What follows belongs to an exercise in optimizing a design on an open flow for small area, a short achievable clock period and few clock cycles; a production flow would make more cautious choices. RTL that was checked went through simulation tests only; none was proved equivalent to the original. Function not checked in run 1: the RTL went through the layout flow alone. Power figures rest on the tool's default switching activity, not on a simulated workload.

<file path="flow/config.mk">
export PLATFORM = sky130hd
export DESIGN_NAME = cv_unit
export DESIGN_NICKNAME = cv_unit
export VERILOG_FILES = /design/flow/design.v
export SDC_FILE = /design/flow/constraint.sdc
export NUM_CORES = 4
export LEC_CHECK = 0
export CAP_MARGIN = 20
export CORE_MARGIN = 2
export CORE_UTILIZATION = 40
export SLEW_MARGIN = 20
</file>
<file path="flow/constraint.sdc">
create_clock -name core_clock -period 10.0 [get_ports {clk}]
set_input_delay 2.0000 -clock core_clock [delete_from_list [all_inputs] [get_ports {clk}]]
set_output_delay 2.0000 -clock core_clock [all_outputs]
set_load 0.01 [all_outputs]
</file>
<file path="flow/design.v">
module cv_unit (
    input  wire        clk,
    input  wire        rst,           
    input  wire        engine_held,   
    input  wire        req_valid,
    output wire        req_ready,
    input  wire        req_write,
    input  wire [11:0] req_addr,      
    input  wire [1:0]  req_size,      
    input  wire [63:0] req_wdata,     
    output reg         rsp_valid,
    output reg  [63:0] rsp_rdata,
    output reg         host_event
);
    localparam [8:0] R_CONFIG  = 9'h000;
    localparam [8:0] R_SEED    = 9'h001;
    localparam [8:0] R_RESULT  = 9'h002;
    localparam [8:0] R_COUNT   = 9'h003;
    localparam [8:0] R_STATUS  = 9'h004;
    localparam [8:0] R_RESTART = 9'h005;
    localparam [8:0] R_FEED    = 9'h020;
    reg  [1:0]  poly;
    reg         use_seed;
    reg  [63:0] seed;
    reg  [63:0] state;              
    reg  [63:0] count;
    reg         p_k1, p_k2, p_k4;   
    reg  [31:0] p_data;             
    reg         p_restart;
    wire [8:0] reg_idx = req_addr[11:3];
    wire [2:0] lane    = req_addr[2:0];
    wire [1:0] size    = req_size;
    wire low_win = (req_addr[11:6] == 6'd0);
    wire at_config  = low_win && (req_addr[5:3] == 3'd0);
    wire at_seed    = low_win && (req_addr[5:3] == 3'd1);
    wire at_result  = low_win && (req_addr[5:3] == 3'd2);
    wire at_count   = low_win && (req_addr[5:3] == 3'd3);
    wire at_status  = low_win && (req_addr[5:3] == 3'd4);
    wire at_restart = low_win && (req_addr[5:3] == 3'd5);
    wire at_feed    = (reg_idx == R_FEED) && !lane[2];
    wire ok48 = size[1] && (lane[1:0] == 2'b00) && !(size[0] && lane[2]);
    wire ok124 = (size == 2'd0) || (size == 2'd1 && !lane[0]) || (size == 2'd2 && lane[1:0] == 2'b00);
    wire size_ok = (req_write && at_feed) ? ok124 : ok48;
    wire wr_feed    = req_write && at_feed && ok124;
    wire wr_config  = req_write && ok48 && at_config && !lane[2];
    wire wr_restart = req_write && ok48 && at_restart;
    wire cfg_bad    = req_wdata[2];                    
    wire held_drop  = engine_held && (wr_feed || wr_config || wr_restart);
    wire logs_event = !size_ok || held_drop || (wr_config && cfg_bad);
    assign req_ready = 1'b1;
    wire accept = req_valid && !rst;
    wire rd     = accept && !req_write;
    wire seed_wr    = accept && req_write && ok48 && at_seed;
    wire seed_wr_lo = seed_wr && !lane[2];
    wire seed_wr_hi = seed_wr && (size[0] || lane[2]);
    wire       feed_go = accept && wr_feed && !engine_held;
    reg [31:0] feed_data;
    always @(*) begin
        case (req_size)
            2'd0:    feed_data = {24'h0, req_wdata[8*lane[1:0] +: 8]};
            2'd1:    feed_data = lane[1] ? {16'h0, req_wdata[23:16], req_wdata[31:24]}
                                         : {16'h0, req_wdata[7:0],   req_wdata[15:8]};
            default: feed_data = {req_wdata[7:0], req_wdata[15:8], req_wdata[23:16], req_wdata[31:24]};
        endcase
    end
    wire        p_k0 = !p_k1 && !p_k2 && !p_k4 && !p_restart;
    wire [31:0] y = ({32{p_k4}} & state[63:32] |
                     {32{p_k2}} & {16'h0, state[63:48]} |
                     {32{p_k1}} & {24'h0, state[63:56]}) ^ p_data;
    wire [63:0] shifted = {64{p_k0}} & state |
                          {64{p_k4}} & {state[31:0], 32'h0} |
                          {64{p_k2}} & {state[47:0], 16'h0} |
                          {64{p_k1}} & {state[55:0], 8'h0};
    wire [63:32] m0;
    wire [63:32] m1;
    wire [63:0]  m2;
    wire [63:48] m3;
    wire x32 = y[4] ^ y[24];
    wire x33 = y[8] ^ y[15];
    wire x34 = y[9] ^ y[16];
    wire x35 = y[17] ^ y[30];
    wire x36 = y[7] ^ y[11];
    wire x37 = y[1] ^ y[5];
    wire x38 = y[2] ^ y[18];
    wire x39 = y[22] ^ y[28];
    wire x40 = y[23] ^ y[29];
    wire x41 = y[12] ^ y[26];
    wire x42 = y[20] ^ y[31];
    wire x43 = y[3] ^ y[19];
    wire x44 = y[0] ^ y[13];
    wire x45 = y[10] ^ y[14];
    wire x46 = y[21] ^ y[27];
    wire x47 = y[6] ^ y[25];
    wire x48 = x32 ^ x33;
    wire x49 = x34 ^ x37;
    wire x50 = y[6] ^ x38;
    wire x51 = y[14] ^ x36;
    wire x52 = y[18] ^ x35;
    wire x53 = y[25] ^ x40;
    wire x54 = y[28] ^ x41;
    wire x55 = y[13] ^ y[24];
    wire x56 = y[5] ^ x44;
    wire x57 = y[10] ^ x36;
    wire x58 = y[21] ^ x43;
    wire x59 = y[9] ^ y[20];
    wire x60 = y[15] ^ y[17];
    wire x61 = y[26] ^ y[27];
    wire x62 = y[0] ^ x39;
    wire x63 = y[29] ^ x45;
    wire x64 = y[1] ^ y[19];
    wire x65 = y[7] ^ x35;
    wire x66 = y[8] ^ x42;
    wire x67 = y[5] ^ y[22];
    wire x68 = y[12] ^ y[27];
    wire x69 = y[15] ^ y[30];
    wire x70 = y[23] ^ x45;
    wire x71 = y[31] ^ x33;
    wire x72 = y[2] ^ y[6];
    wire x73 = y[11] ^ y[19];
    wire x74 = y[3] ^ x38;
    wire x75 = y[21] ^ x39;
    wire x76 = y[25] ^ x34;
    wire x77 = y[4] ^ x43;
    wire x78 = y[12] ^ x46;
    wire x79 = y[16] ^ x32;
    wire x80 = x34 ^ x40;
    wire x81 = x37 ^ x47;
    wire x82 = y[2] ^ y[14];
    wire x83 = y[5] ^ y[30];
    wire x84 = y[7] ^ y[10];
    wire x85 = y[13] ^ y[18];
    wire x86 = y[15] ^ y[31];
    wire x87 = y[24] ^ y[26];
    wire x88 = y[23] ^ x46;
    wire x89 = x44 ^ x49;
    wire x90 = y[0] ^ y[22];
    wire x91 = y[3] ^ y[11];
    wire x92 = y[4] ^ y[17];
    wire x93 = y[4] ^ y[20];
    wire x94 = y[21] ^ y[28];
    wire x95 = y[25] ^ y[29];
    wire x96 = y[28] ^ y[31];
    wire x97 = y[17] ^ x41;
    wire x98 = x32 ^ x39;
    wire x99 = y[1] ^ y[6];
    wire x100 = y[4] ^ y[23];
    wire x101 = y[8] ^ y[27];
    wire x102 = y[10] ^ y[16];
    wire x103 = y[11] ^ y[14];
    wire x104 = y[12] ^ y[22];
    wire x105 = y[16] ^ y[31];
    wire x106 = y[1] ^ x35;
    wire x107 = y[6] ^ x42;
    wire x108 = y[7] ^ x40;
    wire x109 = y[20] ^ x33;
    wire x110 = y[29] ^ x43;
    wire x111 = x32 ^ x47;
    wire x112 = x42 ^ x44;
    wire x113 = y[0] ^ y[16];
    wire x114 = y[3] ^ y[18];
    wire x115 = y[7] ^ y[19];
    wire x116 = y[12] ^ y[17];
    wire x117 = y[13] ^ y[23];
    wire x118 = y[15] ^ y[25];
    wire x119 = y[18] ^ y[27];
    wire x120 = y[20] ^ y[21];
    wire x121 = y[1] ^ x46;
    wire x122 = y[9] ^ x38;
    wire x123 = y[10] ^ x59;
    wire x124 = y[11] ^ x55;
    wire x125 = y[24] ^ x45;
    wire x126 = y[30] ^ x61;
    wire x127 = x36 ^ x68;
    wire x128 = x37 ^ x44;
    wire x129 = x51 ^ x53;
    wire x130 = y[0] ^ y[19];
    wire x131 = y[0] ^ y[28];
    wire x132 = y[2] ^ y[7];
    wire x133 = y[2] ^ y[17];
    wire x134 = y[2] ^ y[30];
    wire x135 = y[3] ^ y[13];
    wire x136 = y[3] ^ y[29];
    wire x137 = y[6] ^ y[30];
    wire x138 = y[7] ^ y[23];
    wire x139 = y[8] ^ y[31];
    wire x140 = y[10] ^ y[20];
    wire x141 = y[12] ^ y[13];
    wire x142 = y[13] ^ y[28];
    wire x143 = y[14] ^ y[19];
    wire x144 = y[16] ^ y[22];
    wire x145 = y[16] ^ y[24];
    wire x146 = y[22] ^ y[27];
    wire x147 = y[25] ^ y[30];
    wire x148 = y[26] ^ y[31];
    wire x149 = y[17] ^ x38;
    wire x150 = y[19] ^ x39;
    wire x151 = y[21] ^ x42;
    wire x152 = y[25] ^ x46;
    wire x153 = x32 ^ x67;
    wire x154 = x34 ^ x64;
    wire x155 = x35 ^ x41;
    wire x156 = x37 ^ x41;
    wire x157 = x40 ^ x43;
    wire x158 = x45 ^ x46;
    wire x159 = x42 ^ x50;
    wire x160 = x48 ^ x56;
    wire x161 = x48 ^ x58;
    wire x162 = x55 ^ x63;
    wire x163 = y[0] ^ x37;
    wire x164 = y[1] ^ x38;
    wire x165 = y[1] ^ x61;
    wire x166 = y[2] ^ x35;
    wire x167 = y[2] ^ x59;
    wire x168 = y[4] ^ x40;
    wire x169 = y[5] ^ x45;
    wire x170 = y[6] ^ x45;
    wire x171 = y[8] ^ x35;
    wire x172 = y[8] ^ x94;
    wire x173 = y[13] ^ x42;
    wire x174 = y[14] ^ x41;
    wire x175 = y[14] ^ x104;
    wire x176 = y[18] ^ x43;
    wire x177 = y[18] ^ x47;
    wire x178 = y[19] ^ x47;
    wire x179 = y[20] ^ x39;
    wire x180 = y[20] ^ x67;
    wire x181 = y[21] ^ x41;
    wire x182 = y[21] ^ x64;
    wire x183 = y[22] ^ x60;
    wire x184 = y[23] ^ x84;
    wire x185 = y[25] ^ x38;
    wire x186 = y[26] ^ x36;
    wire x187 = y[26] ^ x42;
    wire x188 = y[26] ^ x44;
    wire x189 = y[26] ^ x73;
    wire x190 = y[27] ^ x73;
    wire x191 = y[29] ^ x90;
    wire x192 = y[31] ^ x67;
    wire x193 = x33 ^ x42;
    wire x194 = x33 ^ x47;
    wire x195 = x34 ^ x36;
    wire x196 = x34 ^ x60;
    wire x197 = x34 ^ x69;
    wire x198 = x39 ^ x60;
    wire x199 = x39 ^ x68;
    wire x200 = x39 ^ x102;
    wire x201 = x40 ^ x59;
    wire x202 = x40 ^ x93;
    wire x203 = x41 ^ x146;
    wire x204 = x60 ^ x61;
    wire x205 = x82 ^ x101;
    wire x206 = x86 ^ x90;
    wire x207 = y[24] ^ x53;
    wire x208 = x49 ^ x77;
    wire x209 = x52 ^ x78;
    wire x210 = x54 ^ x80;
    wire x211 = x54 ^ x88;
    wire x212 = x58 ^ x65;
    wire x213 = x71 ^ x100;
    wire x214 = y[3] ^ x51;
    wire x215 = y[3] ^ x63;
    wire x216 = y[5] ^ x98;
    wire x217 = y[6] ^ x127;
    wire x218 = y[11] ^ x123;
    wire x219 = y[12] ^ x52;
    wire x220 = y[13] ^ x63;
    wire x221 = y[16] ^ x57;
    wire x222 = y[18] ^ x48;
    wire x223 = y[24] ^ x51;
    wire x224 = y[31] ^ x62;
    wire x225 = x33 ^ x52;
    wire x226 = x33 ^ x58;
    wire x227 = x35 ^ x75;
    wire x228 = x35 ^ x128;
    wire x229 = x37 ^ x50;
    wire x230 = x37 ^ x52;
    wire x231 = x40 ^ x65;
    wire x232 = x41 ^ x62;
    wire x233 = x43 ^ x52;
    wire x234 = x44 ^ x71;
    wire x235 = x48 ^ x95;
    wire x236 = x48 ^ x120;
    wire x237 = x50 ^ x64;
    wire x238 = x50 ^ x92;
    wire x239 = x53 ^ x77;
    wire x240 = x53 ^ x79;
    wire x241 = x54 ^ x70;
    wire x242 = x56 ^ x65;
    wire x243 = x56 ^ x66;
    wire x244 = x56 ^ x88;
    wire x245 = x57 ^ x62;
    wire x246 = x57 ^ x74;
    wire x247 = x62 ^ x74;
    wire x248 = x67 ^ x178;
    wire x249 = x69 ^ x186;
    wire x250 = x70 ^ x107;
    wire x251 = x71 ^ x87;
    wire x252 = x72 ^ x198;
    wire x253 = x74 ^ x81;
    wire x254 = x76 ^ x85;
    wire x255 = x78 ^ x106;
    wire x256 = x79 ^ x110;
    wire x257 = x80 ^ x82;
    wire x258 = x85 ^ x97;
    wire x259 = x98 ^ x157;
    wire x260 = x115 ^ x172;
    wire x261 = y[20] ^ x89;
    wire x262 = y[24] ^ x89;
    wire x263 = y[31] ^ x129;
    wire x264 = x40 ^ x89;
    wire x265 = x75 ^ x160;
    wire x266 = x75 ^ x162;
    wire x267 = x76 ^ x243;
    wire x268 = x110 ^ x159;
    assign m0[32] = (x242 ^ ((x61 ^ (y[16] ^ x38)) ^ x213));
    assign m0[33] = ((((y[0] ^ y[15]) ^ x43) ^ x122) ^ (x155 ^ x81));
    assign m0[34] = ((x84 ^ x112) ^ (x77 ^ (x165 ^ x50)));
    assign m0[35] = (x161 ^ (x156 ^ (x42 ^ (x147 ^ x36))));
    assign m0[36] = ((x59 ^ (y[14] ^ x137)) ^ x265);
    assign m0[37] = ((x125 ^ x206) ^ (x81 ^ ((y[21] ^ y[9]) ^ x108)));
    assign m0[38] = (x224 ^ (x70 ^ (x99 ^ x127)));
    assign m0[39] = (((y[1] ^ x55) ^ x126) ^ x263);
    assign m0[40] = (x213 ^ (x58 ^ ((x103 ^ x131) ^ x185)));
    assign m0[41] = (x208 ^ (x191 ^ (x41 ^ x109)));
    assign m0[42] = (x228 ^ (x88 ^ ((x32 ^ x72) ^ x123)));
    assign m0[43] = (x253 ^ (x75 ^ ((x139 ^ x36) ^ x125)));
    assign m0[44] = (x259 ^ (x51 ^ (x137 ^ ((y[31] ^ y[9]) ^ x101))));
    assign m0[45] = (((x32 ^ x61) ^ x108) ^ (x167 ^ x169));
    assign m0[46] = ((x169 ^ x181) ^ (x91 ^ (x105 ^ x72)));
    assign m0[47] = (x217 ^ (x79 ^ (x135 ^ x183)));
    assign m0[48] = ((x87 ^ (y[8] ^ x64)) ^ (x179 ^ (x108 ^ x170)));
    assign m0[49] = (x223 ^ (x151 ^ x210));
    assign m0[50] = ((x133 ^ x148) ^ x266);
    assign m0[51] = (((y[14] ^ x119) ^ x53) ^ (x91 ^ (x144 ^ x69)));
    assign m0[52] = (((x130 ^ x35) ^ x54) ^ x213);
    assign m0[53] = (((y[29] ^ x119) ^ x66) ^ x262);
    assign m0[54] = (((x47 ^ x94) ^ x125) ^ (x154 ^ x166));
    assign m0[55] = (x246 ^ (x187 ^ (x95 ^ x183)));
    assign m0[56] = (((x147 ^ x82) ^ (y[27] ^ x145)) ^ (x54 ^ x71));
    assign m0[57] = ((x204 ^ x76) ^ (x96 ^ (x136 ^ x44)));
    assign m0[58] = ((x52 ^ x63) ^ (x79 ^ (x131 ^ x165)));
    assign m0[59] = (((x37 ^ x38) ^ (x86 ^ x95)) ^ ((y[28] ^ x35) ^ x190));
    assign m0[60] = (((y[30] ^ x113) ^ x54) ^ x268);
    assign m0[61] = (x256 ^ (x65 ^ (x121 ^ x173)));
    assign m0[62] = (x222 ^ (x97 ^ (x46 ^ x180)));
    assign m0[63] = (x244 ^ (x177 ^ (y[9] ^ x150)));
    assign m1[32] = (((x41 ^ x106) ^ x257) ^ (x75 ^ (x124 ^ x194)));
    assign m1[33] = (((x53 ^ x65) ^ x234) ^ (x74 ^ ((y[9] ^ x45) ^ x203)));
    assign m1[34] = ((x149 ^ x63) ^ (x76 ^ ((y[22] ^ x68) ^ x124)));
    assign m1[35] = (x241 ^ ((x118 ^ x124) ^ x233));
    assign m1[36] = (x235 ^ (x174 ^ ((x119 ^ x73) ^ x112)));
    assign m1[37] = ((x54 ^ ((x143 ^ x69) ^ x152)) ^ x261);
    assign m1[38] = (x252 ^ ((x121 ^ x63) ^ (x87 ^ x112)));
    assign m1[39] = (x247 ^ (((x145 ^ x69) ^ x121) ^ x129));
    assign m1[40] = ((x175 ^ ((x47 ^ x60) ^ x157)) ^ x262);
    assign m1[41] = ((x93 ^ x164) ^ ((x188 ^ x194) ^ (x65 ^ x70)));
    assign m1[42] = ((x209 ^ x216) ^ (y[9] ^ x129));
    assign m1[43] = (((y[10] ^ y[3]) ^ x128) ^ x238);
    assign m1[44] = ((x51 ^ x77) ^ x229);
    assign m1[45] = (x231 ^ ((x66 ^ x81) ^ (y[26] ^ x62)));
    assign m1[46] = ((y[7] ^ x111) ^ ((x176 ^ x196) ^ (x62 ^ x78)));
    assign m1[47] = ((x193 ^ x74) ^ (x84 ^ (x141 ^ x83)));
    assign m1[48] = (x211 ^ ((x112 ^ x57) ^ (x47 ^ (y[4] ^ x134))));
    assign m1[49] = (x244 ^ (((y[19] ^ x118) ^ x166) ^ (x51 ^ x79)));
    assign m1[50] = (x50 ^ ((x143 ^ x83) ^ x202));
    assign m1[51] = ((((y[24] ^ y[7]) ^ x83) ^ x107) ^ x226);
    assign m1[52] = (x212 ^ (((y[1] ^ x72) ^ x109) ^ x210));
    assign m1[53] = (x211 ^ ((y[18] ^ x118) ^ ((x55 ^ x59) ^ (x64 ^ x84))));
    assign m1[54] = (x255 ^ (x70 ^ (((y[15] ^ y[4]) ^ x91) ^ x173)));
    assign m1[55] = (((x105 ^ x38) ^ (y[12] ^ x103)) ^ x265);
    assign m1[56] = ((x232 ^ x239) ^ (x71 ^ (y[2] ^ x106)));
    assign m1[57] = (x89 ^ ((x126 ^ x168) ^ (x66 ^ x74)));
    assign m1[58] = (x208 ^ (x171 ^ ((x72 ^ x96) ^ x158)));
    assign m1[59] = ((x159 ^ x216) ^ (x57 ^ (x136 ^ x196)));
    assign m1[60] = ((x229 ^ x251) ^ (x75 ^ x221));
    assign m1[61] = (((x96 ^ x99) ^ x126) ^ (x195 ^ x48));
    assign m1[62] = (x208 ^ (x184 ^ ((y[22] ^ x33) ^ x126)));
    assign m1[63] = (x218 ^ (((y[24] ^ x69) ^ x110) ^ (x203 ^ x81)));
    assign m2[0] = (x260 ^ (x188 ^ ((x34 ^ x82) ^ x111)));
    assign m2[1] = (x256 ^ (((x140 ^ x46) ^ x128) ^ x252));
    assign m2[2] = ((x227 ^ x253) ^ (x51 ^ (y[16] ^ x202)));
    assign m2[3] = ((x161 ^ x231) ^ (x50 ^ (x41 ^ x192)));
    assign m2[4] = (x247 ^ (x88 ^ ((y[14] ^ x83) ^ x187)));
    assign m2[5] = ((x99 ^ (x46 ^ x86)) ^ x259);
    assign m2[6] = (((x132 ^ x83) ^ x179) ^ x240);
    assign m2[7] = (x257 ^ ((x96 ^ x77) ^ x242));
    assign m2[8] = (x230 ^ ((x107 ^ x48) ^ x215));
    assign m2[9] = (x251 ^ (x56 ^ (x103 ^ (y[30] ^ (y[18] ^ y[28])))));
    assign m2[10] = ((x44 ^ ((y[29] ^ y[31]) ^ x132)) ^ (x54 ^ (x121 ^ x48)));
    assign m2[11] = (((x39 ^ x95) ^ (y[30] ^ x135)) ^ (x205 ^ x49));
    assign m2[12] = ((x102 ^ x207) ^ (x212 ^ x234));
    assign m2[13] = (x237 ^ ((x36 ^ x112) ^ x227));
    assign m2[14] = ((x175 ^ x58) ^ (x66 ^ (x108 ^ x164)));
    assign m2[15] = (((x134 ^ x59) ^ (y[22] ^ x117)) ^ x161);
    assign m2[16] = ((y[3] ^ x151) ^ (x76 ^ (x153 ^ x70)));
    assign m2[17] = ((x195 ^ x56) ^ (x70 ^ ((x133 ^ x33) ^ x150)));
    assign m2[18] = ((x109 ^ x125) ^ (x80 ^ ((x91 ^ x99) ^ (y[18] ^ x116))));
    assign m2[19] = (x225 ^ (x54 ^ ((y[0] ^ y[11]) ^ x170)));
    assign m2[20] = ((x127 ^ x154) ^ (x86 ^ (y[29] ^ x85)));
    assign m2[21] = ((y[0] ^ x111) ^ (x65 ^ (x123 ^ x181)));
    assign m2[22] = (x224 ^ (((x32 ^ x45) ^ x190) ^ (x49 ^ x50)));
    assign m2[23] = ((((x45 ^ x91) ^ x97) ^ x236) ^ x264);
    assign m2[24] = (x245 ^ (((y[19] ^ y[27]) ^ x156) ^ x225));
    assign m2[25] = (x237 ^ ((x66 ^ x80) ^ (x68 ^ (y[11] ^ x142))));
    assign m2[26] = (x212 ^ (((y[12] ^ y[28]) ^ x167) ^ x162));
    assign m2[27] = (((x87 ^ x197) ^ x245) ^ x268);
    assign m2[28] = ((x239 ^ x255) ^ (x66 ^ x221));
    assign m2[29] = (x248 ^ (((x113 ^ x42) ^ x51) ^ x219));
    assign m2[30] = (x258 ^ (x182 ^ ((x138 ^ x33) ^ x107)));
    assign m2[31] = (x62 ^ ((x61 ^ x93) ^ x177));
    assign m2[32] = ((x111 ^ x205) ^ x264);
    assign m2[33] = (x228 ^ ((y[4] ^ x102) ^ x226));
    assign m2[34] = (x159 ^ (x49 ^ (x92 ^ (y[22] ^ x103))));
    assign m2[35] = (x241 ^ (((y[17] ^ x114) ^ x76) ^ x160));
    assign m2[36] = ((x204 ^ x49) ^ (x63 ^ ((x73 ^ x85) ^ x111)));
    assign m2[37] = (x218 ^ (x160 ^ x209));
    assign m2[38] = (((x139 ^ x32) ^ (x38 ^ x90)) ^ (x156 ^ x57));
    assign m2[39] = (x214 ^ ((x163 ^ x79) ^ x211));
    assign m2[40] = ((x60 ^ (x115 ^ x46)) ^ (x49 ^ (x174 ^ x191)));
    assign m2[41] = ((x109 ^ x200) ^ (x50 ^ ((y[27] ^ x117) ^ x106)));
    assign m2[42] = (x223 ^ ((x58 ^ x80) ^ (x96 ^ x149)));
    assign m2[43] = (x235 ^ ((x104 ^ x140) ^ x233));
    assign m2[44] = (x254 ^ (x189 ^ ((x100 ^ x83) ^ x151)));
    assign m2[45] = ((x199 ^ (x92 ^ (y[2] ^ x84))) ^ x267);
    assign m2[46] = (x240 ^ ((x163 ^ x57) ^ (x43 ^ x149)));
    assign m2[47] = (x261 ^ (x219 ^ (x94 ^ x214)));
    assign m2[48] = ((x220 ^ x238) ^ (x71 ^ (x104 ^ x182)));
    assign m2[49] = ((x43 ^ (x117 ^ x38)) ^ (x51 ^ (x180 ^ x197)));
    assign m2[50] = (x250 ^ ((y[16] ^ x116) ^ x161));
    assign m2[51] = (x254 ^ (x153 ^ (x60 ^ (x120 ^ x36))));
    assign m2[52] = ((x184 ^ x56) ^ (x98 ^ (x116 ^ x122)));
    assign m2[53] = (x246 ^ (x49 ^ (((y[0] ^ y[26]) ^ x94) ^ x168)));
    assign m2[54] = ((x155 ^ ((x36 ^ x39) ^ x152)) ^ (x215 ^ x89));
    assign m2[55] = ((x207 ^ x209) ^ (x57 ^ (x154 ^ x206)));
    assign m2[56] = ((x200 ^ x66) ^ (((y[23] ^ x64) ^ x124) ^ (x155 ^ x185)));
    assign m2[57] = (x217 ^ (((y[28] ^ x113) ^ x66) ^ (x92 ^ (x114 ^ x40))));
    assign m2[58] = (x260 ^ ((x32 ^ ((y[29] ^ y[9]) ^ x141)) ^ x230));
    assign m2[59] = ((x220 ^ x248) ^ (x66 ^ (y[30] ^ x122)));
    assign m2[60] = (x250 ^ ((y[9] ^ x58) ^ x249));
    assign m2[61] = (((x144 ^ x42) ^ x48) ^ (x57 ^ x78));
    assign m2[62] = ((x72 ^ (y[23] ^ x130)) ^ (x97 ^ (x153 ^ x51)));
    assign m2[63] = (((x114 ^ x138) ^ (x55 ^ x68)) ^ (x109 ^ x81));
    assign m3[48] = ((x93 ^ (x101 ^ x73)) ^ x232);
    assign m3[49] = (x78 ^ ((x142 ^ x37) ^ x201));
    assign m3[50] = ((y[30] ^ x72) ^ x266);
    assign m3[51] = (((y[22] ^ y[3]) ^ x69) ^ x263);
    assign m3[52] = (x48 ^ (x41 ^ ((y[23] ^ y[30]) ^ x105)));
    assign m3[53] = ((x98 ^ (x73 ^ x97)) ^ x267);
    assign m3[54] = (x258 ^ (x81 ^ (x158 ^ x201)));
    assign m3[55] = (x249 ^ ((x158 ^ x50) ^ (x55 ^ x150)));
    assign m3[56] = (x129 ^ (x199 ^ ((y[16] ^ x43) ^ x193)));
    assign m3[57] = (x236 ^ ((y[13] ^ x35) ^ x210));
    assign m3[58] = (x162 ^ ((x46 ^ x192) ^ (x52 ^ x76)));
    assign m3[59] = ((x86 ^ (x39 ^ x47)) ^ (x70 ^ (x189 ^ x52)));
    assign m3[60] = (x222 ^ (x62 ^ (x105 ^ x108)));
    assign m3[61] = (x207 ^ (x49 ^ (y[19] ^ x171)));
    assign m3[62] = (((y[10] ^ x35) ^ x122) ^ (x87 ^ (x42 ^ x47)));
    assign m3[63] = ((x148 ^ x152) ^ (x176 ^ x57));
    wire [63:0] m = {64{poly == 2'd0}} & {m0, 32'h0} |
                    {64{poly == 2'd1}} & {m1, 32'h0} |
                    {64{poly == 2'd2}} & m2 |
                    {64{poly == 2'd3}} & {m3, 48'h0};
    reg [63:0] restart_state;
    always @(*) begin
        case (poly)
            2'd0, 2'd1: restart_state = use_seed ? {~seed[7:0], ~seed[15:8], ~seed[23:16], ~seed[31:24], 32'h0}
                                                 : {32'hFFFF_FFFF, 32'h0};
            2'd2:       restart_state = use_seed ? seed : 64'h0;
            default:    restart_state = use_seed ? {seed[15:0], 48'h0} : {16'hFFFF, 48'h0};
        endcase
    end
    wire [63:0] state_next = shifted ^ ({64{p_restart}} & restart_state) ^ m;
    wire [63:0] count_next = {64{!p_restart}} & (count + {61'h0, p_k4, p_k2, p_k1});
    always @(posedge clk) begin
        state  <= state_next;
        count  <= count_next;
        p_data <= feed_go ? feed_data : 32'h0;
    end
    always @(posedge clk) begin
        if (rst) begin
            poly       <= 2'd1;
            use_seed   <= 1'b0;
            seed       <= 64'h0;
            p_k1       <= 1'b0;
            p_k2       <= 1'b0;
            p_k4       <= 1'b0;
            p_restart  <= 1'b1;
            rsp_valid  <= 1'b0;
            host_event <= 1'b0;
        end else begin
            host_event <= accept && logs_event;
            rsp_valid  <= rd;
            p_k1       <= feed_go && (req_size == 2'd0);
            p_k2       <= feed_go && (req_size == 2'd1);
            p_k4       <= feed_go && req_size[1];
            p_restart  <= accept && !engine_held && ((wr_config && !cfg_bad) || wr_restart);
            if (accept && wr_config && !engine_held && !cfg_bad) begin
                poly     <= req_wdata[1:0];
                use_seed <= req_wdata[8];
            end
            if (seed_wr_lo) seed[31:0]  <= req_wdata[31:0];
            if (seed_wr_hi) seed[63:32] <= req_wdata[63:32];
        end
    end
    wire rd_ok = ok48 && !req_write;
    wire [63:0] result_next = {64{rd_ok && at_result && !poly[1]}} &
                                  {32'h0, ~state_next[39:32], ~state_next[47:40],
                                          ~state_next[55:48], ~state_next[63:56]} |
                              {64{rd_ok && at_result && poly == 2'd2}} & state_next |
                              {64{rd_ok && at_result && poly == 2'd3}} & {48'h0, state_next[63:48]};
    always @(posedge clk)
        rsp_rdata <= result_next |
                     {64{rd_ok && at_count}}  & count_next |
                     {64{rd_ok && at_seed}}   & seed |
                     {64{rd_ok && at_config}} & {55'h0, use_seed, 6'h0, poly} |
                     {64{rd_ok && at_status}} & {62'h0, engine_held, 1'b0};
endmodule
</file>
<file path="flow/flow/run.sh">
#!/bin/bash
set -euo pipefail
bash standard.sh SETUP_SLACK_MARGIN=6 finish > flow_make.log 2>&1
</file>
<file path="flow/standard.sh">
#!/bin/bash
# synth_recipe.tcl (not shown) runs the flow's synth.tcl, then flattens the netlist and writes it again
# the make line also repeats each setting of config.mk as NAME=value (left out here)
make -C /OpenROAD-flow-scripts/flow DESIGN_CONFIG=/design/flow/config.mk WORK_HOME=/design/flow/orfs CLKGATE_MAP_FILE= SYNTH_SCRIPT=/design/flow/synth_recipe.tcl "${@:-finish}"
</file>
==> results of run 1 <==
==> flip-flops by register name, summed over array words and instances, names as in the netlist, 2 cells and up <==
register / count
count: 64
rsp_rdata: 64
seed: 64
state: 64
p_data: 32
poly: 2
==> worst max-delay path, stage by stage, from the launching register on <==
cell,delay (ns)
dfxtp_1,0.59
xor2_1,0.12
and2_1,0.28
xnor2_2,0.61
xor3_2,0.63
xnor2_2,0.21
xnor3_1,0.38
nand2_1,0.09
a221oi_4,0.45
xnor2_2,0.22
inv_1,0.14
o221ai_1,0.20
==> final cells by class <==
type,count,share of cell area
Inverter,19,0.002476
Tap cell,773,0.03190
Clock inverter,8,0.003302
Multi-Input combinational cell,2158,0.6257
Sequential cell,297,0.1968
Clock buffer,43,0.02906
Timing Repair Buffer,335,0.1108
==> cells in the mapped netlist (7+ instances only) <==
master,n
and2_1,33
buf_1,16
buf_4,13
nor2b_1,7
o221ai_1,27
a221o_1,20
o211ai_1,17
xor2_2,16
dfxtp_1,297
a22oi_1,47
mux2i_1,12
xnor2_4,7
a21oi_1,146
inv_1,19
xor2_1,296
nand3_1,23
a222oi_1,84
clkbuf_1,110
xnor2_1,621
nor3_1,15
xnor2_2,30
nor2_1,167
buf_2,20
xnor3_1,83
o21ai_0,26
o22ai_1,14
mux2_2,12
nand2_1,335
and3_1,22
nand4_1,11
==> power by group <==
group	leakage [nW]	switching, mW	internal (mW)
clock	0.486	0.502	0.660
sequential	2.41	0.0764	1.20
combinational	8.37	0.127	0.0960
total	11.3	0.706	1.96
==> path summary, 6_finish.rpt <==
kind	cells after the start	startpoint	slack (ns)	end
worst min-delay path	2	seed[55]	0.48	seed[55]
worst max register to register	11	state[52]	5.99	rsp_rdata[3]
worst max-delay path	11	state[52]	5.99	rsp_rdata[3]
worst min register to register	2	seed[55]	0.48	seed[55]
==> what timing repair did <==
item / in CTS / in global routing
pin swaps: 43 / 45
endpoints found under the hold margin: 0 / 0
cloned: 3 / 0
setup endpoints to repair: 199 / 149
setup buffers: 67 / 37
gates resized for setup: 185 / 103
==> logic make-up after synthesis <==
family	Yosys count	synth area share
DFF	297	0.2478
adders and majority gates	4	0.002399
xor gates and xnor gates	1062	0.4613
and+or+nand+nor	647	0.1167
other	1	0.0001563
muxes	24	0.01064
buffers and inverters	180	0.03223
AOI/OAI and AO/OA	420	0.1287
==> metal layers <==
| layer | vias to the layer above | share of wire | global-route usage |
|---|---|---|---|
| met4 | 2 | 0.059 | 0.1711 |
| met3 | 313 | 0.14 | 0.1201 |
| met5 | - | 0.00022 | 0 |
| met2 | 1537 | 0.40 | 0.5391 |
| met1 | 10740 | 0.40 | 0.5136 |
| li1 | 9363 | - | - |
==> results.txt, run 1 <==
Status = timing/DRC/antenna clean
Static leakage = 11.26 nW
Most area-hungry cell type in the Yosys netlist = dfxtp_1
Crit path time final = 4.013 ns
Max VDD drop = 0.0001351 V
Multi-input gate area = 18970 um2
Crit end category = flip-flop
Net count, final = 2929
Post-Layout Inst Area = 30320 um2
Most used DFF post-synth = dfxtp_1
Max_cap viols = 0
CTS buffer count = 31
Hold crit path type = flip-flop to flip-flop
Final std cells w/o fill = 3633
Dpl cell area = 26610 um2
Pre-CTS setup slack = 4.248 ns
Die height = 248.9 um
Critical path data arrival time = 4.52 ns
Mapped Avg Cell Area = 9.104 um2
PnR worst setup slack = 5.987 ns
Yosys reg bits = 297
DP HPWL = 91.03 mm
Syn. warnings = 1
Max-slew headroom = 0.2576
Worst Tran Pin Value = 1.106 ns
Critical path class = flip-flop to flip-flop
Clock transition at path regs = 0.07 ns
First-pass GRT wire length = 165.8 mm
Fmax = 249.2 MHz
DRT Pass-1 Iters = 13
Post-synthesis sequential area ratio = 0.2478
Root buffer cell = clkbuf_16
CP Data Required Time = 10.51 ns
Vias in the first global route = 20990
Worst-path maximum fanout = 6
Drt drc = 0
Post-synth ARST share = 0
Via-per-instance ratio = 6.044
Startpoint Class = flip-flop
Share of cells above drive strength 1 = 0.1783
Final Total Pwr = 2.666 mW
Initial core utilization = 0.4057
Commonest non-fill, non-tap cells in the layout = 542 x xnor2_1, 329 x nand2_1, 286 x dfxtp_1
Cts hold-fix bufs = 0
Port Buffers = 148
Syn Nets = 2722
Antenna violations before repair = 2
Dominant cells by area after synthesis = dfxtp_1 25%, xnor2_1 23%, xor2_1 11%, xnor3_1 7.8%, nand2_1 5.2%
Hold Fails Final Rpt = 0
PwrDens = 87.96 nW/um2
Antenna diodes = 0
Core ar. = 59130 um2
Register area = 5967 um2
Skew final = 0.03211 ns
Die ar. = 61950 um2
H-tree depth = 1
Overall Global Routing Usage = 0.3765
Drt wl/cell = 33.13 um
Clk buf depth = 3
Starting DRT DRC Count = 3267
Fill count = 5487
Largest net degree at the start of global routing = 68
TNS Setup = 0 ns
Post-synth top area share = 0.2478
# rows = 89
Die width = 248.9 um
Post-detailed-route count of antenna-violating nets = 0
Area Growth Syn to Fin = 26.37%
Worst hold slack = 0.4757 ns
RSZ-0062 raised after global routing = yes
Slew Viols, Final = 0
Distinct cells, synth = 72
Number of flops mapped to enable cells by yosys = 0
Overflow after GRT = 0
Mapped cell area = 23990 um2
Most common cell after layout, fill and taps aside = xnor2_1
GP Congestion = 1.092
Worst skew pair latency = 0.59 ns
CTS tree = built
Routed WL = 120.3 mm
Final core utilization = 0.5127
# setup viols final = 0
CTS Sinks = 297
Placed insts = 3475
Via count = 21960
Cell count after synthesis = 2635
Final period utilization = 0.4013
Io pins = 150
==> inputs of run 2 (changes only) <==
--- a/flow/design.v
+++ b/flow/design.v
@@ -13,11 +13,4 @@
     output reg         host_event
 );
-    localparam [8:0] R_CONFIG  = 9'h000;
-    localparam [8:0] R_SEED    = 9'h001;
-    localparam [8:0] R_RESULT  = 9'h002;
-    localparam [8:0] R_COUNT   = 9'h003;
-    localparam [8:0] R_STATUS  = 9'h004;
-    localparam [8:0] R_RESTART = 9'h005;
-    localparam [8:0] R_FEED    = 9'h020;
     reg  [1:0]  poly;
     reg         use_seed;
@@ -26,10 +19,98 @@
     reg  [63:0] count;
     reg         p_k1, p_k2, p_k4;   
-    reg  [31:0] p_data;             
+    reg  [31:0] p_w;                
+    reg  [3:0]  p_b1;               
+    reg  [1:0]  p_b2;               
     reg         p_restart;
-    wire [8:0] reg_idx = req_addr[11:3];
-    wire [2:0] lane    = req_addr[2:0];
-    wire [1:0] size    = req_size;
-    wire low_win = (req_addr[11:6] == 6'd0);
+    reg         p_hold;             
+    assign req_ready = 1'b1;
+    wire       d_event, d_read, d_restart, d_config, d_seed_lo, d_seed_hi;
+    wire       d_k1, d_k2, d_k4;
+    wire [3:0] d_b1;
+    wire [1:0] d_b2;
+    wire [6:0] d_sel;
+    cv_unit_decode u_decode (
+        .rst(rst), .engine_held(engine_held), .req_valid(req_valid),
+        .req_write(req_write), .req_addr(req_addr), .req_size(req_size),
+        .cfg_bad(req_wdata[2]), .poly(poly),
+        .event_o(d_event), .read_o(d_read), .restart_o(d_restart), .config_o(d_config),
+        .seed_lo_o(d_seed_lo), .seed_hi_o(d_seed_hi),
+        .k1_o(d_k1), .k2_o(d_k2), .k4_o(d_k4), .b1_o(d_b1), .b2_o(d_b2), .sel_o(d_sel)
+    );
+    wire [63:0] state_next, count_next;
+    cv_unit_crc u_crc (
+        .state(state), .poly(poly), .use_seed(use_seed), .seed(seed),
+        .k1(p_k1), .k2(p_k2), .k4(p_k4), .b1(p_b1), .b2(p_b2), .w(p_w),
+        .restart(p_restart), .hold(p_hold), .state_next(state_next)
+    );
+    assign count_next = {64{!p_restart}} & (count + {61'h0, p_k4, p_k2, p_k1});
+    wire [63:0] rdata_next;
+    cv_unit_rdata u_rdata (
+        .sel(d_sel), .state_next(state_next), .count_next(count_next), .seed(seed),
+        .poly(poly), .use_seed(use_seed), .engine_held(engine_held), .rdata(rdata_next)
+    );
+    always @(posedge clk) begin
+        state     <= state_next;
+        count     <= count_next;
+        p_w       <= req_wdata[31:0];
+        rsp_rdata <= rdata_next;
+    end
+    always @(posedge clk) begin
+        if (rst) begin
+            poly       <= 2'd1;
+            use_seed   <= 1'b0;
+            seed       <= 64'h0;
+            p_k1       <= 1'b0;
+            p_k2       <= 1'b0;
+            p_k4       <= 1'b0;
+            p_b1       <= 4'h0;
+            p_b2       <= 2'h0;
+            p_restart  <= 1'b1;
+            p_hold     <= 1'b0;
+            rsp_valid  <= 1'b0;
+            host_event <= 1'b0;
+        end else begin
+            host_event <= d_event;
+            rsp_valid  <= d_read;
+            p_k1       <= d_k1;
+            p_k2       <= d_k2;
+            p_k4       <= d_k4;
+            p_b1       <= d_b1;
+            p_b2       <= d_b2;
+            p_restart  <= d_restart;
+            p_hold     <= !d_restart && !d_k1 && !d_k2 && !d_k4;
+            if (d_config) begin
+                poly     <= req_wdata[1:0];
+                use_seed <= req_wdata[8];
+            end
+            if (d_seed_lo) seed[31:0]  <= req_wdata[31:0];
+            if (d_seed_hi) seed[63:32] <= req_wdata[63:32];
+        end
+    end
+endmodule
+module cv_unit_decode (
+    input  wire        rst,
+    input  wire        engine_held,
+    input  wire        req_valid,
+    input  wire        req_write,
+    input  wire [11:0] req_addr,
+    input  wire [1:0]  req_size,
+    input  wire        cfg_bad,       
+    input  wire [1:0]  poly,
+    output wire        event_o,       
+    output wire        read_o,        
+    output wire        restart_o,     
+    output wire        config_o,      
+    output wire        seed_lo_o,     
+    output wire        seed_hi_o,     
+    output wire        k1_o, k2_o, k4_o,    
+    output wire [3:0]  b1_o,          
+    output wire [1:0]  b2_o,          
+    output wire [6:0]  sel_o          
+);
+    localparam [8:0] R_FEED = 9'h020;
+    wire [2:0] lane = req_addr[2:0];
+    wire [1:0] size = req_size;
+    wire low_win    = (req_addr[11:6] == 6'd0);
     wire at_config  = low_win && (req_addr[5:3] == 3'd0);
     wire at_seed    = low_win && (req_addr[5:3] == 3'd1);
@@ -38,5 +119,5 @@
     wire at_status  = low_win && (req_addr[5:3] == 3'd4);
     wire at_restart = low_win && (req_addr[5:3] == 3'd5);
-    wire at_feed    = (reg_idx == R_FEED) && !lane[2];
+    wire at_feed    = (req_addr[11:3] == R_FEED) && !lane[2];
     wire ok48 = size[1] && (lane[1:0] == 2'b00) && !(size[0] && lane[2]);
     wire ok124 = (size == 2'd0) || (size == 2'd1 && !lane[0]) || (size == 2'd2 && lane[1:0] == 2'b00);
@@ -45,31 +126,52 @@
     wire wr_config  = req_write && ok48 && at_config && !lane[2];
     wire wr_restart = req_write && ok48 && at_restart;
-    wire cfg_bad    = req_wdata[2];                    
     wire held_drop  = engine_held && (wr_feed || wr_config || wr_restart);
-    wire logs_event = !size_ok || held_drop || (wr_config && cfg_bad);
-    assign req_ready = 1'b1;
     wire accept = req_valid && !rst;
-    wire rd     = accept && !req_write;
-    wire seed_wr    = accept && req_write && ok48 && at_seed;
-    wire seed_wr_lo = seed_wr && !lane[2];
-    wire seed_wr_hi = seed_wr && (size[0] || lane[2]);
-    wire       feed_go = accept && wr_feed && !engine_held;
-    reg [31:0] feed_data;
-    always @(*) begin
-        case (req_size)
-            2'd0:    feed_data = {24'h0, req_wdata[8*lane[1:0] +: 8]};
-            2'd1:    feed_data = lane[1] ? {16'h0, req_wdata[23:16], req_wdata[31:24]}
-                                         : {16'h0, req_wdata[7:0],   req_wdata[15:8]};
-            default: feed_data = {req_wdata[7:0], req_wdata[15:8], req_wdata[23:16], req_wdata[31:24]};
-        endcase
-    end
-    wire        p_k0 = !p_k1 && !p_k2 && !p_k4 && !p_restart;
-    wire [31:0] y = ({32{p_k4}} & state[63:32] |
-                     {32{p_k2}} & {16'h0, state[63:48]} |
-                     {32{p_k1}} & {24'h0, state[63:56]}) ^ p_data;
-    wire [63:0] shifted = {64{p_k0}} & state |
-                          {64{p_k4}} & {state[31:0], 32'h0} |
-                          {64{p_k2}} & {state[47:0], 16'h0} |
-                          {64{p_k1}} & {state[55:0], 8'h0};
+    wire feed   = accept && wr_feed && !engine_held;
+    assign event_o   = accept && (!size_ok || held_drop || (wr_config && cfg_bad));
+    assign read_o    = accept && !req_write;
+    assign restart_o = accept && !engine_held && ((wr_config && !cfg_bad) || wr_restart);
+    assign config_o  = accept && !engine_held && wr_config && !cfg_bad;
+    assign seed_lo_o = accept && req_write && ok48 && at_seed && !lane[2];
+    assign seed_hi_o = accept && req_write && ok48 && at_seed && (size[0] || lane[2]);
+    assign k1_o = feed && (size == 2'd0);
+    assign k2_o = feed && (size == 2'd1);
+    assign k4_o = feed && size[1];
+    assign b1_o = {4{feed && (size == 2'd0)}} & (4'b0001 << lane[1:0]);
+    assign b2_o = {2{feed && (size == 2'd1)}} & {lane[1], !lane[1]};
+    wire rd_ok = ok48;
+    assign sel_o = {rd_ok && at_status,
+                    rd_ok && at_count,
+                    rd_ok && at_result && (poly == 2'd3),
+                    rd_ok && at_result && (poly == 2'd2),
+                    rd_ok && at_result && !poly[1],
+                    rd_ok && at_seed,
+                    rd_ok && at_config};
+endmodule
+module cv_unit_crc (
+    input  wire [63:0] state,
+    input  wire [1:0]  poly,
+    input  wire        use_seed,
+    input  wire [63:0] seed,
+    input  wire        k1, k2, k4,    
+    input  wire [3:0]  b1,            
+    input  wire [1:0]  b2,
+    input  wire [31:0] w,             
+    input  wire        restart,
+    input  wire        hold,          
+    output wire [63:0] state_next
+);
+    wire [7:0]  w0 = w[7:0], w1 = w[15:8], w2 = w[23:16], w3 = w[31:24];
+    wire [31:0] d = {{16{k4}} & {w0, w1},
+                     {8{k4}} & w2 | {8{b2[0]}} & w0 | {8{b2[1]}} & w2,
+                     {8{k4}} & w3 | {8{b2[0]}} & w1 | {8{b2[1]}} & w3 |
+                     {8{b1[0]}} & w0 | {8{b1[1]}} & w1 | {8{b1[2]}} & w2 | {8{b1[3]}} & w3};
+    wire [31:0] y = ({32{k4}} & state[63:32] |
+                     {32{k2}} & {16'h0, state[63:48]} |
+                     {32{k1}} & {24'h0, state[63:56]}) ^ d;
+    wire [63:0] shifted = {64{hold}} & state |
+                          {64{k4}} & {state[31:0], 32'h0} |
+                          {64{k2}} & {state[47:0], 16'h0} |
+                          {64{k1}} & {state[55:0], 8'h0};
     wire [63:32] m0;
     wire [63:32] m1;
@@ -470,48 +572,23 @@
         endcase
     end
-    wire [63:0] state_next = shifted ^ ({64{p_restart}} & restart_state) ^ m;
-    wire [63:0] count_next = {64{!p_restart}} & (count + {61'h0, p_k4, p_k2, p_k1});
-    always @(posedge clk) begin
-        state  <= state_next;
-        count  <= count_next;
-        p_data <= feed_go ? feed_data : 32'h0;
-    end
-    always @(posedge clk) begin
-        if (rst) begin
-            poly       <= 2'd1;
-            use_seed   <= 1'b0;
-            seed       <= 64'h0;
-            p_k1       <= 1'b0;
-            p_k2       <= 1'b0;
-            p_k4       <= 1'b0;
-            p_restart  <= 1'b1;
-            rsp_valid  <= 1'b0;
-            host_event <= 1'b0;
-        end else begin
-            host_event <= accept && logs_event;
-            rsp_valid  <= rd;
-            p_k1       <= feed_go && (req_size == 2'd0);
-            p_k2       <= feed_go && (req_size == 2'd1);
-            p_k4       <= feed_go && req_size[1];
-            p_restart  <= accept && !engine_held && ((wr_config && !cfg_bad) || wr_restart);
-            if (accept && wr_config && !engine_held && !cfg_bad) begin
-                poly     <= req_wdata[1:0];
-                use_seed <= req_wdata[8];
-            end
-            if (seed_wr_lo) seed[31:0]  <= req_wdata[31:0];
-            if (seed_wr_hi) seed[63:32] <= req_wdata[63:32];
-        end
-    end
-    wire rd_ok = ok48 && !req_write;
-    wire [63:0] result_next = {64{rd_ok && at_result && !poly[1]}} &
-                                  {32'h0, ~state_next[39:32], ~state_next[47:40],
+    assign state_next = shifted ^ ({64{restart}} & restart_state) ^ m;
+endmodule
+module cv_unit_rdata (
+    input  wire [6:0]  sel,
+    input  wire [63:0] state_next,
+    input  wire [63:0] count_next,
+    input  wire [63:0] seed,
+    input  wire [1:0]  poly,
+    input  wire        use_seed,
+    input  wire        engine_held,
+    output wire [63:0] rdata
+);
+    assign rdata = {64{sel[0]}} & {55'h0, use_seed, 6'h0, poly} |
+                   {64{sel[1]}} & seed |
+                   {64{sel[2]}} & {32'h0, ~state_next[39:32], ~state_next[47:40],
                                           ~state_next[55:48], ~state_next[63:56]} |
-                              {64{rd_ok && at_result && poly == 2'd2}} & state_next |
-                              {64{rd_ok && at_result && poly == 2'd3}} & {48'h0, state_next[63:48]};
-    always @(posedge clk)
-        rsp_rdata <= result_next |
-                     {64{rd_ok && at_count}}  & count_next |
-                     {64{rd_ok && at_seed}}   & seed |
-                     {64{rd_ok && at_config}} & {55'h0, use_seed, 6'h0, poly} |
-                     {64{rd_ok && at_status}} & {62'h0, engine_held, 1'b0};
+                   {64{sel[3]}} & state_next |
+                   {64{sel[4]}} & {48'h0, state_next[63:48]} |
+                   {64{sel[5]}} & count_next |
+                   {64{sel[6]}} & {62'h0, engine_held, 1'b0};
 endmodule
==> flow/run.sh (new file) <==
#!/bin/bash
# synth_recipe.tcl (not shown) runs the flow's synth.tcl, then flattens the netlist and writes it again
# the make line also repeats each setting of config.mk as NAME=value (left out here)
make -C /OpenROAD-flow-scripts/flow DESIGN_CONFIG=/design/flow/config.mk WORK_HOME=/design/flow/orfs CLKGATE_MAP_FILE= SYNTH_SCRIPT=/design/flow/synth_recipe.tcl finish
--- a/flow/config.mk
+++ b/flow/config.mk
@@ -9,3 +9,5 @@
 export CORE_MARGIN = 2
 export CORE_UTILIZATION = 40
+export SETUP_SLACK_MARGIN = 5
 export SLEW_MARGIN = 20
+export SYNTH_HIERARCHICAL = 1
removed: flow/flow/run.sh
removed: flow/standard.sh
==> run 2 against run 1 <==
Effect of this change: global-route usage decreased by 0.13 points; die area decreased by 1.9%; critical path type unchanged; highest routed layer is now met4; core utilization decreased by 4.2 points; largest power group unchanged; design area decreased by 10%.
==> results.txt, run 2 <==
H-tree depth = 1
Post-detailed-route count of antenna-violating nets = 0
Max-slew headroom = 0.1862
Net count, final = 2695
Hold Fails Final Rpt = 0
Comb pwr share = 0.096
# setup viols final = 0
Hold crit path type = flip-flop to flip-flop
Crit path time final = 5.078 ns
CTS Sinks = 304
Main combinational cell family by area after synthesis = XOR/XNOR gates
Worst Tran Pin Value = 1.219 ns
# rows = 88
Post-synth top cells = 645 x xnor2_1, 304 x dfxtp_1, 235 x xor2_1
Drt drc = 0
Adder-Cell Fraction of Synth Area = 0.002445
Worst hold slack = 0.4894 ns
Fmax = 196.9 MHz
Area Growth Syn to Fin = 15.70%
Core ar. = 57920 um2
Via-per-instance ratio = 6.167
Dominant cells by area after synthesis = dfxtp_1 26%, xnor2_1 24%, xor2_1 8.7%, xnor3_1 3.6%, a222oi_1 3.0%
Post-synth ARST share = 0
Overall Global Routing Usage = 0.3752
Number of flops mapped to enable cells by yosys = 0
Max VDD drop = 0.0001373 V
First-pass GRT wire length = 158.5 mm
Root buffer cell = clkbuf_16
DRT Pass-1 Iters = 10
Slew Viols, Final = 0
Most used DFF post-synth = dfxtp_1
Final period utilization = 0.5077
Simple-gate share of the synthesized area = 0.1076
Yosys reg bits = 304
Vias in the first global route = 19660
Starting DRT DRC Count = 3411
Multiplexer share of the synthesized area = 0.03264
Antenna diodes = 0
Worst-path maximum fanout = 22
CP Data Required Time = 10.47 ns
Largest net degree at the start of global routing = 82
Static leakage = 9.323 nW
Switching power = 0.7275 mW
Worst skew pair latency = 0.60 ns
Syn Nets = 2585
Mapped cell area = 23540 um2
Antenna violations before repair = 1
Die width = 246.6 um
GP Congestion = 1.058
Status = timing/DRC/antenna clean
Synth Area in Compound Gates = 0.1432
Post-synth top area share = 0.2586
Sw Share = 0.2643
Commonest non-fill, non-tap cells in the layout = 631 x xnor2_1, 299 x dfxtp_1, 227 x xor2_1
Die ar. = 60800 um2
Pre-CTS setup slack = 4.419 ns
DP HPWL = 90.77 mm
Clock transition at path regs = 0.06 ns
Port Buffers = 148
Clk pwr share = 0.429
Hold path cells = 2
Share of cells above drive strength 1 = 0.1052
Critical path class = flip-flop to flip-flop
Startpoint Class = flip-flop
Initial core utilization = 0.4064
Post-Synth XOR/XNOR Area = 0.4177
Crit-path most repeated cell = xnor2_1
RSZ-0062 raised after global routing = yes
Drt wl/cell = 34.29 um
Skew final = 0.03840 ns
Io pins = 150
Most area-hungry cell type in the Yosys netlist = dfxtp_1
Max stage delay on crit path = 0.84 ns
Overflow after GRT = 0
Cts hold-fix bufs = 0
Mapped Avg Cell Area = 9.422 um2
Post-synthesis sequential area ratio = 0.2586
Max_cap viols = 0
Final core utilization = 0.4702
Sequential power share = 0.475
Via count = 20960
Critical path data arrival time = 5.55 ns
Cell count after synthesis = 2498
PwrDens = 101.1 nW/um2
TNS Setup = 0 ns
PnR worst setup slack = 4.923 ns
Most common cell after layout, fill and taps aside = xnor2_1
Critical Path, Cell by Cell = a22oi_1 > xnor3_1 > xor2_2 > xnor3_1 > xnor2_1 > xnor2_1 > a22oi_1 > o21ai_1 > xnor2_1 > a222oi_1 > inv_1
Distinct cells, synth = 93
Critical-path top delay cell = a22oi_1
CTS buffer count = 31
Clk buf depth = 3
Die height = 246.6 um
Int Pwr = 2.025 mW
Syn. warnings = 8
CTS tree = built
Reg2reg path depth = 11
Routed WL = 116.5 mm
Fill count = 5674
Crit end category = flip-flop
Most common cell in the netlist = xnor2_1
[run 2: cell count changes after synthesis, moves of 24 or more]
cell	before	now
xnor3_1	83	38
and2_1	33	7
a221oi_1	2	33
o211ai_1	17	50
clkbuf_1	110	82
a21oi_1	146	104
a22o_1	6	46
inv_1	19	46
o221ai_1	27	0
xor2_1	296	235
mux2i_1	12	70
xnor2_1	621	645
nand2_1	335	147
[run 2: Yosys stat by module, one instance, submodules excluded]
module	flip-flops and latches	copies in the design	cell area, um2
cv_unit	304	1	9029
cv_unit_rdata	0	1	1256
cv_unit_decode	0	1	426.7
cv_unit_crc	0	1	12820
[run 2: final cells by class]
class,instances,area (um2),area share
Clock buffer,47,925.9,0.03400
Multi-Input combinational cell,1998,16840,0.6183
Tap cell,765,957.2,0.03515
Sequential cell,304,6095,0.2238
Inverter,46,176.4,0.006479
Clock inverter,11,101.3,0.003722
Timing Repair Buffer,227,2138,0.07852
[run 2: power by group through the flow]
stage	Clock, mW	Sequential, mW	Combinational [mW]
global route	1.24	1.30	0.278
global placement	0	1.33	0.253
floorplan	0	1.29	0.160
CTS	1.19	1.30	0.258
detailed placement	0	1.32	0.255
finish	1.18	1.31	0.266
[run 2: per-stage QoR]
stage                     cells  power (mW)  area [um2]
after CTS                  3392       2.742       27070
final                      3398       2.752       27230
after floorplan            2498       1.450       23540
after global routing       3398       2.826       27230
after detailed placement   3328       1.579       25820
after global placement     3328       1.579       25820
[run 2: critical path, delay by kind of cell, from the launching register on]
family                 cells  cell delay [ns]
XOR/XNOR                   6             2.78
AO/OA/AOI/OAI              4             1.62
flip-flops                 1             0.47
buffers and inverters      1             0.09
[run 2: kinds of logic after synthesis]
group	Yosys count
fa+ha+maj	4
flops	304
other cells	1
mux	74
simple gates	504
xor+xnor	982
compound gates	433
buf+inv	196
[run 2: metal layers]
| metal | share of wire | vias to the layer above | GRT usage |
|---|---|---|---|
| li1 | - | 8881 | - |
| met4 | 0.044 | 0 | 0.1364 |
| met1 | 0.42 | 10400 | 0.5336 |
| met2 | 0.41 | 1460 | 0.5466 |
| met3 | 0.12 | 220 | 0.08987 |
| met5 | 0 | - | 0 |
[run 2: worst paths after layout]
path / end / start / slack [ns]
worst min register to register: count[63] / count[63] / 0.49
worst max register to register: rsp_rdata[35] / p_k2 / 4.92
worst max-delay path: rsp_rdata[35] / p_k2 / 4.92
worst min-delay path: count[63] / count[63] / 0.49
[run 2: repair_timing]
item | in CTS | in global routing
gates resized for setup | 22 | 20
setup buffers | 6 | 6
setup endpoints to repair | 62 | 35
pin swaps | 3 | 4
Testbench counts of run 2, summed over its fixed seeds: cycles 13,195.
==> inputs of run 3 (changes only) <==
--- a/flow/design.v
+++ b/flow/design.v
@@ -10,5 +10,5 @@
     input  wire [63:0] req_wdata,     
     output reg         rsp_valid,
-    output reg  [63:0] rsp_rdata,
+    output wire [63:0] rsp_rdata,
     output reg         host_event
 );
@@ -24,4 +24,6 @@
     reg         p_restart;
     reg         p_hold;             
+    reg  [6:0]  r_sel;
+    reg         r_held;
     assign req_ready = 1'b1;
     wire       d_event, d_read, d_restart, d_config, d_seed_lo, d_seed_hi;
@@ -45,8 +47,7 @@
     );
     assign count_next = {64{!p_restart}} & (count + {61'h0, p_k4, p_k2, p_k1});
-    wire [63:0] rdata_next;
     cv_unit_rdata u_rdata (
-        .sel(d_sel), .state_next(state_next), .count_next(count_next), .seed(seed),
-        .poly(poly), .use_seed(use_seed), .engine_held(engine_held), .rdata(rdata_next)
+        .sel(r_sel), .state(state), .count(count), .seed(seed),
+        .poly(poly), .use_seed(use_seed), .held(r_held), .rdata(rsp_rdata)
     );
     always @(posedge clk) begin
@@ -54,5 +55,6 @@
         count     <= count_next;
         p_w       <= req_wdata[31:0];
-        rsp_rdata <= rdata_next;
+        r_sel     <= d_sel;
+        r_held    <= engine_held;
     end
     always @(posedge clk) begin
@@ -576,19 +578,18 @@
 module cv_unit_rdata (
     input  wire [6:0]  sel,
-    input  wire [63:0] state_next,
-    input  wire [63:0] count_next,
+    input  wire [63:0] state,
+    input  wire [63:0] count,
     input  wire [63:0] seed,
     input  wire [1:0]  poly,
     input  wire        use_seed,
-    input  wire        engine_held,
+    input  wire        held,
     output wire [63:0] rdata
 );
     assign rdata = {64{sel[0]}} & {55'h0, use_seed, 6'h0, poly} |
                    {64{sel[1]}} & seed |
-                   {64{sel[2]}} & {32'h0, ~state_next[39:32], ~state_next[47:40],
-                                          ~state_next[55:48], ~state_next[63:56]} |
-                   {64{sel[3]}} & state_next |
-                   {64{sel[4]}} & {48'h0, state_next[63:48]} |
-                   {64{sel[5]}} & count_next |
-                   {64{sel[6]}} & {62'h0, engine_held, 1'b0};
+                   {64{sel[2]}} & {32'h0, ~state[39:32], ~state[47:40], ~state[55:48], ~state[63:56]} |
+                   {64{sel[3]}} & state |
+                   {64{sel[4]}} & {48'h0, state[63:48]} |
+                   {64{sel[5]}} & count |
+                   {64{sel[6]}} & {62'h0, held, 1'b0};
 endmodule
==> flow/flow/run.sh (new file) <==
#!/bin/bash
set -euo pipefail
bash standard.sh SETUP_SLACK_MARGIN=6.5 finish > flow_make.log 2>&1
==> flow/standard.sh (new file) <==
#!/bin/bash
# synth_recipe.tcl (not shown) runs the flow's synth.tcl, then flattens the netlist and writes it again
# the make line also repeats each setting of config.mk as NAME=value (left out here)
make -C /OpenROAD-flow-scripts/flow DESIGN_CONFIG=/design/flow/config.mk WORK_HOME=/design/flow/orfs CLKGATE_MAP_FILE= SYNTH_SCRIPT=/design/flow/synth_recipe.tcl "${@:-finish}"
--- a/flow/config.mk
+++ b/flow/config.mk
@@ -9,5 +9,4 @@
 export CORE_MARGIN = 2
 export CORE_UTILIZATION = 40
-export SETUP_SLACK_MARGIN = 5
 export SLEW_MARGIN = 20
 export SYNTH_HIERARCHICAL = 1
removed: flow/run.sh
==> run 3 against run 2 <==
Effect of this change: global-route usage is 6.5 points higher; core utilization is 9.5 points higher; clock skew is 0.016 ns lower; sequential power is 13% lower; register-to-register slack better by 1.0 ns; design area is 15% higher; cell count is 5.1% higher; clock power is 4% lower; die area is 4.7% lower; hold slack better by 0.0017 ns.
==> results.txt, run 3 <==
Status = timing/DRC/antenna clean
Syn. warnings = 8
First-pass GRT wire length = 175.1 mm
DP HPWL = 93.61 mm
Crit path time final = 4.049 ns
Overflow after GRT = 0
Via count = 22810
Die ar. = 57950 um2
Worst skew pair latency = 0.60 ns
Most common cell after layout, fill and taps aside = xnor2_1
Vias in the first global route = 21240
Worst-path maximum fanout = 7
Critical Path, Cell by Cell = buf_4 > xor2_2 > nand2_2 > xor2_1 > buf_4 > xnor3_2 > xor2_2 > xnor2_1 > a222oi_1 > xnor2_1
Worst setup endpoint = state[55]
Most common cell in the netlist = xnor2_1
Slew Viols, Final = 0
Drt drc = 0
Core ar. = 55200 um2
Critical-path top delay cell = a222oi_1
Top Registers = count x64, seed x64, state x64
Via-per-instance ratio = 6.385
Max_cap viols = 0
Die height = 240.7 um
# setup viols final = 0
Setup crit start = state[53]
Most area-hungry cell type in the Yosys netlist = xnor2_1
Share of cells above drive strength 1 = 0.2917
Reg2reg path depth = 10
Clk buf depth = 3
Mapped Avg Cell Area = 9.179 um2
Max stage delay on crit path = 0.90 ns
Max VDD drop = 0.0001349 V
CP Data Required Time = 10.51 ns
Hold Fails Final Rpt = 0
CTS buffer count = 29
H-tree depth = 1
Initial core utilization = 0.4061
# rows = 86
TNS Setup = 0 ns
PwrDens = 81.31 nW/um2
Post-synth top area share = 0.2520
CTS tree = built
Setup slack, reg-to-reg = 5.95 ns
Fmax = 247.0 MHz
Startpoint Class = flip-flop
GP Congestion = 1.069
Clock transition at path regs = 0.07 ns
Most used DFF post-synth = dfxtp_1
Mapped cell area = 22420 um2
Hold crit path type = flip-flop to flip-flop
Max-slew headroom = 0.2652
Post-synth ARST share = 0
Dominant cells by area after synthesis = xnor2_1 25%, dfxtp_1 22%, xor2_1 9.2%, xnor3_1 3.8%, a222oi_1 3.2%
Routed WL = 129.9 mm
Critical path class = flip-flop to flip-flop
Net count, final = 2885
Distinct cells, synth = 93
Static leakage = 11.49 nW
Io pins = 150
Starting DRT DRC Count = 4147
Syn Nets = 2529
Largest net degree at the start of global routing = 82
Antenna violations before repair = 3
CTS Sinks = 248
Overall Global Routing Usage = 0.4407
Worst Tran Pin Value = 1.097 ns
Root buffer cell = clkbuf_16
Cts hold-fix bufs = 0
Reg-to-reg endpoint = state[55]
Post-synth top cells = 645 x xnor2_1, 248 x dfxtp_1, 235 x xor2_1
Critical path data arrival time = 4.56 ns
Commonest non-fill, non-tap cells in the layout = 534 x xnor2_1, 217 x dfxtp_1, 207 x buf_4
Drt wl/cell = 36.36 um
Post-synthesis sequential area ratio = 0.2215
Port Buffers = 148
Number of flops mapped to enable cells by yosys = 0
Critical R2R Launch = state[53]
Post-detailed-route count of antenna-violating nets = 0
Crit end category = flip-flop
Die width = 240.7 um
Area Growth Syn to Fin = 39.19%
Skew final = 0.02275 ns
DRT Pass-1 Iters = 13
RSZ-0062 raised after global routing = yes
Cell count after synthesis = 2442
Final core utilization = 0.5652
Final period utilization = 0.4049
Yosys reg bits = 248
-- run 3: cell count changes in the layout (fill, tap and decap cells not counted), moves of 37 or more --
| cell | change |
|---|---|
| buf_2 | +39 |
| buf_12 | +47 |
| xnor2_4 | +37 |
| xor2_4 | +37 |
| buf_6 | +42 |
| dfxtp_1 | -82 |
| xor2_1 | -53 |
| xnor2_1 | -97 |
| xnor2_2 | +60 |
| clkdlybuf4s50_1 | -74 |
| buf_4 | +134 |
-- run 3: power breakdown --
group / internal, mW / switching [mW] / total, mW
Sequential: 1.02 / 0.127 / 1.14
Clock: 0.631 / 0.500 / 1.13
Combinational: 0.126 / 0.135 / 0.261
Total: 1.77 / 0.762 / 2.54
-- run 3: per-layer routing --
layer	up-vias	part of all wire	GRT usage
met5	-	0.00020	0
met4	4	0.077	0.2437
met3	503	0.15	0.1749
met2	1924	0.39	0.5988
met1	11180	0.39	0.5892
li1	9196	-	-
-- run 3: cell families (layout without fill, tap and decap cells) --
group                    count (synthesis)  count (layout)  synth area share
other                                    1               4         0.0001673
buffers and inverters                  196             575           0.03963
flip-flops                             248             248            0.2215
adder cells (fa/ha/maj)                  4               4          0.002568
AO/OA/AOI/OAI                          433             433            0.1503
AND/OR/NAND/NOR                        504             504            0.1130
XOR/XNOR                               982             982            0.4386
multiplexers                            74              74           0.03427
-- run 3: worst min-delay path by stage --
| stage | cells after the start | from | end |
|---|---|---|---|
| finish | 2 | count[63] | count[63] |
| global route | 2 | count[63] | count[63] |
| CTS | 2 | count[63] | count[63] |
| detailed placement | 2 | count[63] | count[63] |
| global placement | 2 | count[63] | count[63] |
| floorplan | 2 | count[63] | count[63] |
-- run 3: per-stage QoR --
stage / hold slack, ns / total power [mW] / std cells / area (um2) / worst slack (ns)
2_1_floorplan: 0.4514 / 1.223 / 2442 / 22520 / 6.278
3_3_place_gp: 0.4708 / 1.382 / 3269 / 24810 / 4.604
3_5_place_dp: 0.4789 / 1.382 / 3269 / 24830 / 4.625
4_1_cts: 0.4892 / 2.515 / 3500 / 29610 / 6.021
5_1_grt: 0.5273 / 2.578 / 3569 / 31190 / 5.965
6_report: 0.4911 / 2.537 / 3572 / 31200 / 5.951
-- run 3: cell type report --
cell class | count | area, um2
fillers | 4870 | 24000
well taps | 748 | 935.9
clock inverters | 20 | 235.2
inverters | 46 | 176.4
clock buffers | 34 | 754.5
diodes | 3 | 7.507
repair inverters | 1 | 7.507
multi-input cells | 1998 | 19110
repair buffers | 474 | 4940
flip-flops and latches | 248 | 5034
-- run 3: what timing repair did --
| action | 4_1_cts | 5_1_grt |
|---|---|---|
| gates resized for setup | 571 | 175 |
| buffers inserted | 158 | 68 |
| endpoints found under the hold margin | 0 | 0 |
| setup endpoints to repair | 203 | 187 |
| cloned | 19 | 1 |
| pin swaps | 147 | 122 |
-- run 3: modules after synthesis (local to each module, per instance) --
module	copies in the design	cell area, um2	flops+latches	cells
cv_unit_rdata	1	1256	0	191
cv_unit_decode	1	426.7	0	61
cv_unit_crc	1	12820	0	1472
cv_unit	1	7908	248	718
-- run 3: worst max-delay path: cells and delay by family (launching register included) --
| family | cells | cell delay [ns] |
|---|---|---|
| buf+inv | 2 | 0.57 |
| compound gates | 1 | 0.90 |
| xor+xnor | 6 | 1.59 |
| flops | 1 | 0.52 |
| simple gates | 1 | 0.35 |
Testbench counts of run 3, summed over its fixed seeds: cycles 13,195.

-- static timing again, ports no longer ideal --
No port has a modelled driver above. Below, the same layouts with a new extraction and two added sets of constraints.
Step 1: set_driving_cell puts a clkbuf_16 on clk and a buf_2 on each other input, an assumption about the parent block.
Step 2 moves the port delays by t, midway between the first and last clock arrival at a register: inputs arrive t later, outputs are due t later. That takes back most of the time a late clock gives input paths.
a / b / c = ideal ports / drivers / drivers and shift; a / b = the first two.
| run | t (ns) | setup slack, ns | worst data-port slew with drivers (ns) |
|---|---|---|---|
| run 1 | 0.625 | 5.987 / 5.987 / 5.459 | 0.06 |
| run 2 | 0.634 | 4.923 / 4.922 / 4.681 | 0.05 |
| run 3 | 0.644 | 5.951 / 5.951 / 5.951 | 0.06 |
After both steps every run listed still meets setup and hold. The setup slack of run 1, which loses most, moves by 0.000 ns with the drivers and by -0.528 ns with both steps.
